This design comes from an exercise in tuning for small area and a short achievable clock period on the open sky130 flow, not from production work.
RTL that was checked went through simulation tests only; none was proved equivalent to the original.

==> inputs of garnet <==
==> flow/design.v (excerpt) <==
module chk_unit (
    input  wire        clk,
    input  wire        rst,           
    input  wire        wr_cfg,        
    input  wire        wr_init,       
    input  wire        wr_value,      
    input  wire [31:0] wdata,
    input  wire        s_valid,
    input  wire [63:0] s_data,        
    input  wire [2:0]  s_nbm1,        
    input  wire        s_last,        
    input  wire        s_check,       
    output wire [1:0]  code,
    output wire [31:0] value,
    output wire [31:0] result,
    output wire        residue_ok,
    output wire [15:0] fail_cnt,
    output wire [15:0] refused_cnt
);
export LEC_CHECK = 0
export CAP_MARGIN = 20
export CORE_MARGIN = 2
export CORE_UTILIZATION = 62
export SETUP_SLACK_MARGIN = 2
export SLEW_MARGIN = 40
export DONT_USE_CELLS = sky130_fd_sc_hd__xor3_1 sky130_fd_sc_hd__xor3_2 sky130_fd_sc_hd__xor3_4 sky130_fd_sc_hd__xnor3_1 sky130_fd_sc_hd__xnor3_2 sky130_fd_sc_hd__xnor3_4 sky130_fd_sc_hd__xnor2_2 sky130_fd_sc_hd__xnor2_4 sky130_fd_sc_hd__xor2_2 sky130_fd_sc_hd__xor2_4
export BUFFER_PORTS_ARGS = -buffer_cell sky130_fd_sc_hd__buf_1
create_clock -name core_clock -period 25.0 [get_ports {clk}]
standard.sh (not shown) runs the stock make flow with config.mk's settings and CLKGATE_MAP_FILE= SYNTH_SCRIPT=/design/flow/synth_recipe.tcl, a recipe that flattens the netlist after the stock synthesis.
==> flow/flow/run.sh <==
#!/bin/bash
# Standard layout (the standard.sh) with these changes:
#  - no three-input XOR cells (two XOR2 are smaller than one XOR3 here), and
#    XOR2 cells only in their smallest size (synthesis upsizes them for a
#    delay target far below the clock period);
#  - ports buffered with the smallest buffer instead of a delay buffer;
#  - the timing repair aims for more setup slack than the design's margin.
set -euo pipefail
cat >> config.mk <<'EOC'
export DONT_USE_CELLS = sky130_fd_sc_hd__xor3_1 sky130_fd_sc_hd__xor3_2 sky130_fd_sc_hd__xor3_4 sky130_fd_sc_hd__xnor3_1 sky130_fd_sc_hd__xnor3_2 sky130_fd_sc_hd__xnor3_4 sky130_fd_sc_hd__xnor2_2 sky130_fd_sc_hd__xnor2_4 sky130_fd_sc_hd__xor2_2 sky130_fd_sc_hd__xor2_4
export BUFFER_PORTS_ARGS = -buffer_cell sky130_fd_sc_hd__buf_1
EOC
bash standard.sh SETUP_SLACK_MARGIN=${MARGIN:-16} finish > standard.log 2>&1
==> raven: changes against garnet <==
--- a/flow/design.v
+++ b/flow/design.v
@@ -46,15 +46,15 @@
             default: residue = 32'h0000_0000;
         endcase
     endfunction
     reg [1:0]  code_q;
     reg [31:0] value_q;
     reg [15:0] fail_q;
     reg [15:0] refused_q;
-    reg  [3:0] chk_q;         
+    reg        chk_q;         
     wire [63:0] z    = s_data ^ {32'd0, value_q};
     wire [2:0]  sh   = ~s_nbm1;
     reg  [63:0] y;
     integer k, s;
     always @* begin
         y = 64'd0;
         for (k = 0; k < 8; k = k + 1)
@@ -1112,33 +1112,32 @@
         case (code_q)
             2'd0:    rok = eq0;
             2'd1:    rok = eq1;
             2'd2:    rok = eq2;
             default: rok = eq3;
         endcase
     end
-    wire        fail = |(chk_q & ~{eq3, eq2, eq1, eq0});
-    wire [15:0] fail_now = (fail && fail_q != 16'hFFFF) ? fail_q + 16'd1 : fail_q;
+    wire [15:0] fail_now = (chk_q && !rok && fail_q != 16'hFFFF) ? fail_q + 16'd1 : fail_q;
     wire        take  = s_valid & ~rst;
     wire [3:0]  sel   = {4{take}} & (4'b0001 << code_q);
     wire [31:0] pick  = ({32{sel[0]}} & w0) | ({32{sel[1]}} & w1) |
                         {16'd0, {16{sel[2]}} & w2} | {24'd0, {8{sel[3]}} & w3};
     wire [31:0] early = rst ? 32'd0 : s_valid ? y_tail : ctl_value;
     wire [31:0] value_d = pick ^ early;
     always @(posedge clk)
         value_q <= value_d;
     always @(posedge clk) begin
         if (rst) begin
             code_q    <= 2'd1;
             fail_q    <= 16'd0;
             refused_q <= 16'd0;
-            chk_q     <= 4'd0;
+            chk_q     <= 1'b0;
         end else begin
             fail_q <= fail_now;
-            chk_q  <= {4{s_valid & s_last & s_check}} & (4'b0001 << code_q);
+            chk_q  <= s_valid & s_last & s_check;
             if (s_valid) begin
                 refused_q <= ref_sum[16] ? 16'hFFFF : ref_sum[15:0];
             end else begin
                 code_q  <= ctl_code;
             end
         end
     end
==> flow/flow/run.sh (replaced) <==
#!/bin/bash
# Standard layout (the standard.sh) with these changes:
#  - synthesis uses no three-input XOR cells (two XOR2 are smaller than one
#    XOR3 here) and XOR2 cells only in their smallest size (synthesis upsizes
#    them for a delay target far below the clock period); after synthesis the
#    XOR2 sizes are allowed again, for the timing repair to use where needed;
#  - ports buffered with the smallest buffer instead of a delay buffer;
#  - the timing repair aims for more setup slack than the design's margin.
set -euo pipefail
cp config.mk config_base.mk
XOR3="sky130_fd_sc_hd__xor3_1 sky130_fd_sc_hd__xor3_2 sky130_fd_sc_hd__xor3_4 sky130_fd_sc_hd__xnor3_1 sky130_fd_sc_hd__xnor3_2 sky130_fd_sc_hd__xnor3_4"
XOR2="sky130_fd_sc_hd__xnor2_2 sky130_fd_sc_hd__xnor2_4 sky130_fd_sc_hd__xor2_2 sky130_fd_sc_hd__xor2_4"
{ cat config_base.mk
  echo "export DONT_USE_CELLS = $XOR3 $XOR2"
  echo "export BUFFER_PORTS_ARGS = -buffer_cell sky130_fd_sc_hd__buf_1"; } > config.mk
bash standard.sh SETUP_SLACK_MARGIN=${MARGIN:-16} synth > standard_synth.log 2>&1
{ cat config_base.mk
  echo "export DONT_USE_CELLS = $XOR3"
  echo "export BUFFER_PORTS_ARGS = -buffer_cell sky130_fd_sc_hd__buf_1"; } > config.mk
bash standard.sh SETUP_SLACK_MARGIN=${MARGIN:-16} finish > standard.log 2>&1
- DONT_USE_CELLS: sky130_fd_sc_hd__xor3_1 sky130_fd_sc_hd__xor3_2 sky130_fd_sc_hd__xor3_4 sky130_fd_sc_hd__xnor3_1 sky130_fd_sc_hd__xnor3_2 sky130_fd_sc_hd__xnor3_4 sky130_fd_sc_hd__xnor2_2 sky130_fd_sc_hd__xnor2_4 sky130_fd_sc_hd__xor2_2 sky130_fd_sc_hd__xor2_4 -> sky130_fd_sc_hd__xor3_1 sky130_fd_sc_hd__xor3_2 sky130_fd_sc_hd__xor3_4 sky130_fd_sc_hd__xnor3_1 sky130_fd_sc_hd__xnor3_2 sky130_fd_sc_hd__xnor3_4
==> lagoon: changes against garnet <==
--- a/flow/flow/run.sh
+++ b/flow/flow/run.sh
@@ -6,8 +6,8 @@
 #  - ports buffered with the smallest buffer instead of a delay buffer;
 #  - the timing repair aims for more setup slack than the design's margin.
 set -euo pipefail
 cat >> config.mk <<'EOC'
 export DONT_USE_CELLS = sky130_fd_sc_hd__xor3_1 sky130_fd_sc_hd__xor3_2 sky130_fd_sc_hd__xor3_4 sky130_fd_sc_hd__xnor3_1 sky130_fd_sc_hd__xnor3_2 sky130_fd_sc_hd__xnor3_4 sky130_fd_sc_hd__xnor2_2 sky130_fd_sc_hd__xnor2_4 sky130_fd_sc_hd__xor2_2 sky130_fd_sc_hd__xor2_4
 export BUFFER_PORTS_ARGS = -buffer_cell sky130_fd_sc_hd__buf_1
 EOC
-bash standard.sh SETUP_SLACK_MARGIN=${MARGIN:-16} finish > standard.log 2>&1
+bash standard.sh SETUP_SLACK_MARGIN=${MARGIN:-15.5} finish > standard.log 2>&1
==> willow: changes against garnet <==
--- a/flow/flow/run.sh
+++ b/flow/flow/run.sh
@@ -5,9 +5,10 @@
 #    delay target far below the clock period);
 #  - ports buffered with the smallest buffer instead of a delay buffer;
 #  - the timing repair aims for more setup slack than the design's margin.
 set -euo pipefail
 cat >> config.mk <<'EOC'
 export DONT_USE_CELLS = sky130_fd_sc_hd__xor3_1 sky130_fd_sc_hd__xor3_2 sky130_fd_sc_hd__xor3_4 sky130_fd_sc_hd__xnor3_1 sky130_fd_sc_hd__xnor3_2 sky130_fd_sc_hd__xnor3_4 sky130_fd_sc_hd__xnor2_2 sky130_fd_sc_hd__xnor2_4 sky130_fd_sc_hd__xor2_2 sky130_fd_sc_hd__xor2_4
 export BUFFER_PORTS_ARGS = -buffer_cell sky130_fd_sc_hd__buf_1
+export GPL_KEEP_OVERFLOW = 0
 EOC
-bash standard.sh SETUP_SLACK_MARGIN=${MARGIN:-16} finish > standard.log 2>&1
+bash standard.sh SETUP_SLACK_MARGIN=${MARGIN:-15} finish > standard.log 2>&1
- GPL_KEEP_OVERFLOW: unset -> 0
==> comparison <==
Global-route usage: raven > willow > lagoon > garnet.
Wire length, lowest first: lagoon, garnet, willow, raven.
lagoon completed with no timing, DRC or antenna violations. raven finished clean. willow completed without violations. garnet went through all stages and came out clean.
Against lagoon, the critical path depth of willow is lower by 3.
Of willow and raven, raven has the higher die area (gap about 1%, measured against raven).
Sequential share of layout area is about the same in willow and garnet.
In count of clock-buffer cells in the layout, garnet and lagoon do not differ.
Cell count, highest first: garnet, willow, lagoon, raven.
Against lagoon, the final area of garnet is larger by 2.6%.
Register-to-register slack is about the same in raven and garnet.
No functional check of the RTL was part of raven.

==> v28: inputs <==
Another version of the RTL of chk_unit (not shown whole).
Settings: LEC_CHECK=0, CAP_MARGIN=20, CORE_MARGIN=2, CORE_UTILIZATION=55, SETUP_SLACK_MARGIN=2, SLEW_MARGIN=20, DONT_USE_CELLS=sky130_fd_sc_hd__xor3_1 sky130_fd_sc_hd__xor3_2 sky130_fd_sc_hd__xor3_4 sky130_fd_sc_hd__xnor3_1 sky130_fd_sc_hd__xnor3_2 sky130_fd_sc_hd__xnor3_4, BUFFER_PORTS_ARGS=-buffer_cell sky130_fd_sc_hd__buf_1; clock period 25.0 ns.
==> flow/flow/run.sh <==
#!/bin/bash
# Standard layout (the standard.sh) with these changes:
#  - no three-input XOR cells (two XOR2 are smaller than one XOR3 here);
#  - ports buffered with the smallest buffer instead of a delay buffer;
#  - the timing repair aims for more setup slack than the design's margin.
set -euo pipefail
cat >> config.mk <<'EOC'
export DONT_USE_CELLS = sky130_fd_sc_hd__xor3_1 sky130_fd_sc_hd__xor3_2 sky130_fd_sc_hd__xor3_4 sky130_fd_sc_hd__xnor3_1 sky130_fd_sc_hd__xnor3_2 sky130_fd_sc_hd__xnor3_4
export BUFFER_PORTS_ARGS = -buffer_cell sky130_fd_sc_hd__buf_1
EOC
bash standard.sh SETUP_SLACK_MARGIN=${MARGIN:-15} RECOVER_POWER=100 finish > standard.log 2>&1
==> v7 (differences from v28) <==
--- a/flow/design.v
+++ b/flow/design.v
@@ -1101,12 +1101,22 @@
     wire t1098 = t1096 ^ t371;
     wire t1099 = t1097 ^ t1098;
     wire [31:0] w0 = {t641, t634, t626, t619, t612, t605, t597, t588, t579, t570, t562, t554, t545, t537, t529, t522, t513, t505, t499, t491, t484, t477, t471, t463, t455, t443, t435, t427, t417, t409, t401, t395};
     wire [31:0] w1 = {t917, t910, t901, t893, t885, t878, t869, t860, t849, t843, t834, t827, t822, t816, t806, t797, t788, t778, t771, t762, t754, t746, t738, t728, t720, t712, t701, t691, t681, t669, t661, t650};
     wire [15:0] w2 = {t1033, t1026, t1020, t1013, t1007, t1002, t993, t985, t977, t969, t962, t953, t946, t939, t931, t923};
     wire [7:0] w3 = {t1099, t1093, t1082, t1074, t1064, t1057, t1048, t1041};
+    reg [31:0] crc;
+    always @* begin
+        case (code_q)
+            2'd0:    crc = w0;
+            2'd1:    crc = w1;
+            2'd2:    crc = {16'd0, w2};
+            default: crc = {24'd0, w3};
+        endcase
+    end
+    wire [31:0] beat_value = crc ^ y_tail;
     reg [1:0]  ctl_code;
     reg [31:0] ctl_value;
     always @* begin
         ctl_code  = code_q;
         ctl_value = value_q;
         if (wr_cfg) begin
@@ -1117,47 +1127,34 @@
             ctl_value = init_value(ctl_code);
         if (wr_value)
             ctl_value = wdata & width_mask(ctl_code);
     end
     wire [1:0]  n_writes = {1'b0, wr_cfg} + {1'b0, wr_init} + {1'b0, wr_value};
     wire [16:0] ref_sum  = {1'b0, refused_q} + {15'd0, n_writes};
-    wire        eq0 = (value_q == 32'hDEBB_20E3);
-    wire        eq1 = (value_q == 32'hB798_B438);
-    wire        eq2 = (value_q[15:0] == 16'hF0B8);
-    wire        eq3 = (value_q[7:0] == 8'h00);
-    reg         rok;
-    always @* begin
-        case (code_q)
-            2'd0:    rok = eq0;
-            2'd1:    rok = eq1;
-            2'd2:    rok = eq2;
-            default: rok = eq3;
-        endcase
-    end
+    wire        rok_hi   = code_q[1] |
+                           (value_q[31:16] == (code_q[0] ? 16'hB798 : 16'hDEBB));
+    wire [31:0] res      = residue(code_q);
+    wire        rok_mid  = (code_q == 2'd3) | (value_q[15:8] == res[15:8]);
+    wire        rok      = rok_hi & rok_mid & (value_q[7:0] == res[7:0]);
     wire [15:0] fail_now = (chk_q && !rok && fail_q != 16'hFFFF) ? fail_q + 16'd1 : fail_q;
-    wire        take  = s_valid & ~rst;
-    wire [3:0]  sel   = {4{take}} & (4'b0001 << code_q);
-    wire [31:0] pick  = ({32{sel[0]}} & w0) | ({32{sel[1]}} & w1) |
-                        {16'd0, {16{sel[2]}} & w2} | {24'd0, {8{sel[3]}} & w3};
-    wire [31:0] early = rst ? 32'd0 : s_valid ? y_tail : ctl_value;
-    wire [31:0] value_d = pick ^ early;
-    always @(posedge clk)
-        value_q <= value_d;
     always @(posedge clk) begin
         if (rst) begin
             code_q    <= 2'd1;
+            value_q   <= 32'd0;
             fail_q    <= 16'd0;
             refused_q <= 16'd0;
             chk_q     <= 1'b0;
         end else begin
             fail_q <= fail_now;
             chk_q  <= s_valid & s_last & s_check;
             if (s_valid) begin
+                value_q   <= beat_value;
                 refused_q <= ref_sum[16] ? 16'hFFFF : ref_sum[15:0];
             end else begin
                 code_q  <= ctl_code;
+                value_q <= ctl_value;
             end
         end
     end
     assign code        = code_q;
     assign value       = value_q;
     assign result      = {~(value_q[31:16] | {16{code_q[1]}}),
--- a/flow/flow/run.sh
+++ b/flow/flow/run.sh
@@ -5,7 +5,7 @@
 #  - the timing repair aims for more setup slack than the design's margin.
 set -euo pipefail
 cat >> config.mk <<'EOC'
 export DONT_USE_CELLS = sky130_fd_sc_hd__xor3_1 sky130_fd_sc_hd__xor3_2 sky130_fd_sc_hd__xor3_4 sky130_fd_sc_hd__xnor3_1 sky130_fd_sc_hd__xnor3_2 sky130_fd_sc_hd__xnor3_4
 export BUFFER_PORTS_ARGS = -buffer_cell sky130_fd_sc_hd__buf_1
 EOC
-bash standard.sh SETUP_SLACK_MARGIN=${MARGIN:-15} RECOVER_POWER=100 finish > standard.log 2>&1
+bash standard.sh SETUP_SLACK_MARGIN=${MARGIN:-15} finish > standard.log 2>&1
==> v30 (differences from v28) <==
--- a/flow/design.v
+++ b/flow/design.v
@@ -49,22 +49,13 @@
     reg [1:0]  code_q;
     reg [31:0] value_q;
     reg [15:0] fail_q;
     reg [15:0] refused_q;
     reg        chk_q;         
     wire [63:0] z    = s_data ^ {32'd0, value_q};
-    wire [2:0]  sh   = ~s_nbm1;
-    reg  [63:0] y;
-    integer k, s;
-    always @* begin
-        y = 64'd0;
-        for (k = 0; k < 8; k = k + 1)
-            for (s = 0; s <= k; s = s + 1)
-                if (sh == s)
-                    y[8*k +: 8] = y[8*k +: 8] | z[8*(k-s) +: 8];
-    end
+    wire [63:0] y    = z << {~s_nbm1, 3'b000};
     wire [23:0] y_hi = value_q[31:8] >> {s_nbm1[1:0], 3'b000};
     wire [31:0] y_tail = (s_nbm1[2] || s_nbm1 == 3'd3) ? 32'd0 : {8'd0, y_hi};
     wire t64 = y[11] ^ y[55];
     wire t65 = y[12] ^ y[13];
     wire t66 = y[9] ^ y[38];
     wire t67 = y[10] ^ y[39];
@@ -1101,12 +1092,22 @@
     wire t1098 = t1096 ^ t371;
     wire t1099 = t1097 ^ t1098;
     wire [31:0] w0 = {t641, t634, t626, t619, t612, t605, t597, t588, t579, t570, t562, t554, t545, t537, t529, t522, t513, t505, t499, t491, t484, t477, t471, t463, t455, t443, t435, t427, t417, t409, t401, t395};
     wire [31:0] w1 = {t917, t910, t901, t893, t885, t878, t869, t860, t849, t843, t834, t827, t822, t816, t806, t797, t788, t778, t771, t762, t754, t746, t738, t728, t720, t712, t701, t691, t681, t669, t661, t650};
     wire [15:0] w2 = {t1033, t1026, t1020, t1013, t1007, t1002, t993, t985, t977, t969, t962, t953, t946, t939, t931, t923};
     wire [7:0] w3 = {t1099, t1093, t1082, t1074, t1064, t1057, t1048, t1041};
+    reg [31:0] crc;
+    always @* begin
+        case (code_q)
+            2'd0:    crc = w0;
+            2'd1:    crc = w1;
+            2'd2:    crc = {16'd0, w2};
+            default: crc = {24'd0, w3};
+        endcase
+    end
+    wire [31:0] beat_value = crc ^ y_tail;
     reg [1:0]  ctl_code;
     reg [31:0] ctl_value;
     always @* begin
         ctl_code  = code_q;
         ctl_value = value_q;
         if (wr_cfg) begin
@@ -1117,47 +1118,34 @@
             ctl_value = init_value(ctl_code);
         if (wr_value)
             ctl_value = wdata & width_mask(ctl_code);
     end
     wire [1:0]  n_writes = {1'b0, wr_cfg} + {1'b0, wr_init} + {1'b0, wr_value};
     wire [16:0] ref_sum  = {1'b0, refused_q} + {15'd0, n_writes};
-    wire        eq0 = (value_q == 32'hDEBB_20E3);
-    wire        eq1 = (value_q == 32'hB798_B438);
-    wire        eq2 = (value_q[15:0] == 16'hF0B8);
-    wire        eq3 = (value_q[7:0] == 8'h00);
-    reg         rok;
-    always @* begin
-        case (code_q)
-            2'd0:    rok = eq0;
-            2'd1:    rok = eq1;
-            2'd2:    rok = eq2;
-            default: rok = eq3;
-        endcase
-    end
+    wire        rok_hi   = code_q[1] |
+                           (value_q[31:16] == (code_q[0] ? 16'hB798 : 16'hDEBB));
+    wire [31:0] res      = residue(code_q);
+    wire        rok_mid  = (code_q == 2'd3) | (value_q[15:8] == res[15:8]);
+    wire        rok      = rok_hi & rok_mid & (value_q[7:0] == res[7:0]);
     wire [15:0] fail_now = (chk_q && !rok && fail_q != 16'hFFFF) ? fail_q + 16'd1 : fail_q;
-    wire        take  = s_valid & ~rst;
-    wire [3:0]  sel   = {4{take}} & (4'b0001 << code_q);
-    wire [31:0] pick  = ({32{sel[0]}} & w0) | ({32{sel[1]}} & w1) |
-                        {16'd0, {16{sel[2]}} & w2} | {24'd0, {8{sel[3]}} & w3};
-    wire [31:0] early = rst ? 32'd0 : s_valid ? y_tail : ctl_value;
-    wire [31:0] value_d = pick ^ early;
-    always @(posedge clk)
-        value_q <= value_d;
     always @(posedge clk) begin
         if (rst) begin
             code_q    <= 2'd1;
+            value_q   <= 32'd0;
             fail_q    <= 16'd0;
             refused_q <= 16'd0;
             chk_q     <= 1'b0;
         end else begin
             fail_q <= fail_now;
             chk_q  <= s_valid & s_last & s_check;
             if (s_valid) begin
+                value_q   <= beat_value;
                 refused_q <= ref_sum[16] ? 16'hFFFF : ref_sum[15:0];
             end else begin
                 code_q  <= ctl_code;
+                value_q <= ctl_value;
             end
         end
     end
     assign code        = code_q;
     assign value       = value_q;
     assign result      = {~(value_q[31:16] | {16{code_q[1]}}),
==> flow/run.sh (new file) <==
#!/bin/bash
# synth_recipe.tcl (not shown) runs the flow's synth.tcl, then flattens the netlist and writes it again
# the make line also repeats each setting of config.mk as NAME=value (left out here)
make -C /OpenROAD-flow-scripts/flow DESIGN_CONFIG=/design/flow/config.mk WORK_HOME=/design/flow/orfs CLKGATE_MAP_FILE= SYNTH_SCRIPT=/design/flow/synth_recipe.tcl finish
==> flow/config.mk (replaced) <==
export PLATFORM = sky130hd
export DESIGN_NAME = chk_unit
export DESIGN_NICKNAME = chk_unit
export VERILOG_FILES = /design/flow/design.v
export SDC_FILE = /design/flow/constraint.sdc
export NUM_CORES = 4
export LEC_CHECK = 0
export CAP_MARGIN = 20
export CORE_MARGIN = 2
export CORE_UTILIZATION = 70
export SETUP_SLACK_MARGIN = 2
export SLEW_MARGIN = 20
removed: flow/flow/run.sh
removed: flow/standard.sh
==> notes <==
v7 completed without violations. v28 completed, yet does not pass: max-capacitance violations, max-slew violations. v30 failed in global routing (5_1_grt).
First-iteration DRC count: v7 is larger than v28 (18%).
In v28 the clock skew is lower than in v7, by 0.0046 ns.
==> figures <==
item	v7	v30	v28
Result of the run	timing/DRC/antenna clean	did not finish	failed layout checks
Last stage reached	-	global routing (5_1_grt)	-
Reasons for failing layout checks	-	-	max-capacitance violations, max-slew violations
Clock latency on the worst-skew pair	0.35 ns	-	0.35 ns
Number of flip-flops in the largest register	32	-	32
Setup-violating endpoint count in the final report	0	-	0
Share of final layout cell area taken by clock buffers and inverters	1.61%	-	1.52%
Worst-case setup margin in the final layout	14.94 ns	-	10.79 ns
Synth Instances	2058	2268	1972
Simple-gate area share of the yosys netlist	10.8%	12.7%	9.60%
Clock transition time at the flip-flop clock pins of the worst setup and hold paths	0.07 ns	-	0.06 ns
Share of the yosys chip area belonging to registers	7.66%	7.02%	7.95%
Final core utilization	60.9%	-	60.6%
No functional check of the RTL was part of v28 and v30.

afterwards: timing with drivers on the ports:
Ports are ideal in the flow. The routed layouts listed here were re-timed in OpenROAD.
Step 1 assumes that a clkbuf_16 drives the clock port and a buf_2 every other input.
Step 2 times the ports against the registers' clock, not the clock port: input delays grow and output delays shrink by t, the midpoint of the rising clock arrivals with the driver on.
Slacks: ideal / step 1 / step 2; pairs: ideal / step 1.
run	t, ns	setup WS [ns]	hold WS [ns]	worst setup path at the end	worst slew at a driven data input, ns
garnet	0.378	15.864 / 15.883 / 15.505	0.520 / 0.520 / 0.520	input to register	0.05
raven	0.381	15.858 / 15.874 / 15.494	0.534 / 0.534 / 0.534	input to register	0.06
lagoon	0.377	15.526 / 15.544 / 15.167	0.520 / 0.520 / 0.520	input to register	0.04
willow	0.381	15.019 / 15.044 / 14.663	0.532 / 0.532 / 0.532	input to register	0.05
v28	0.385	10.794 / 10.811 / 10.426	0.541 / 0.541 / 0.541	input to register	0.04
v7	0.385	14.941 / 14.957 / 14.573	0.553 / 0.553 / 0.553	input to register	0.05
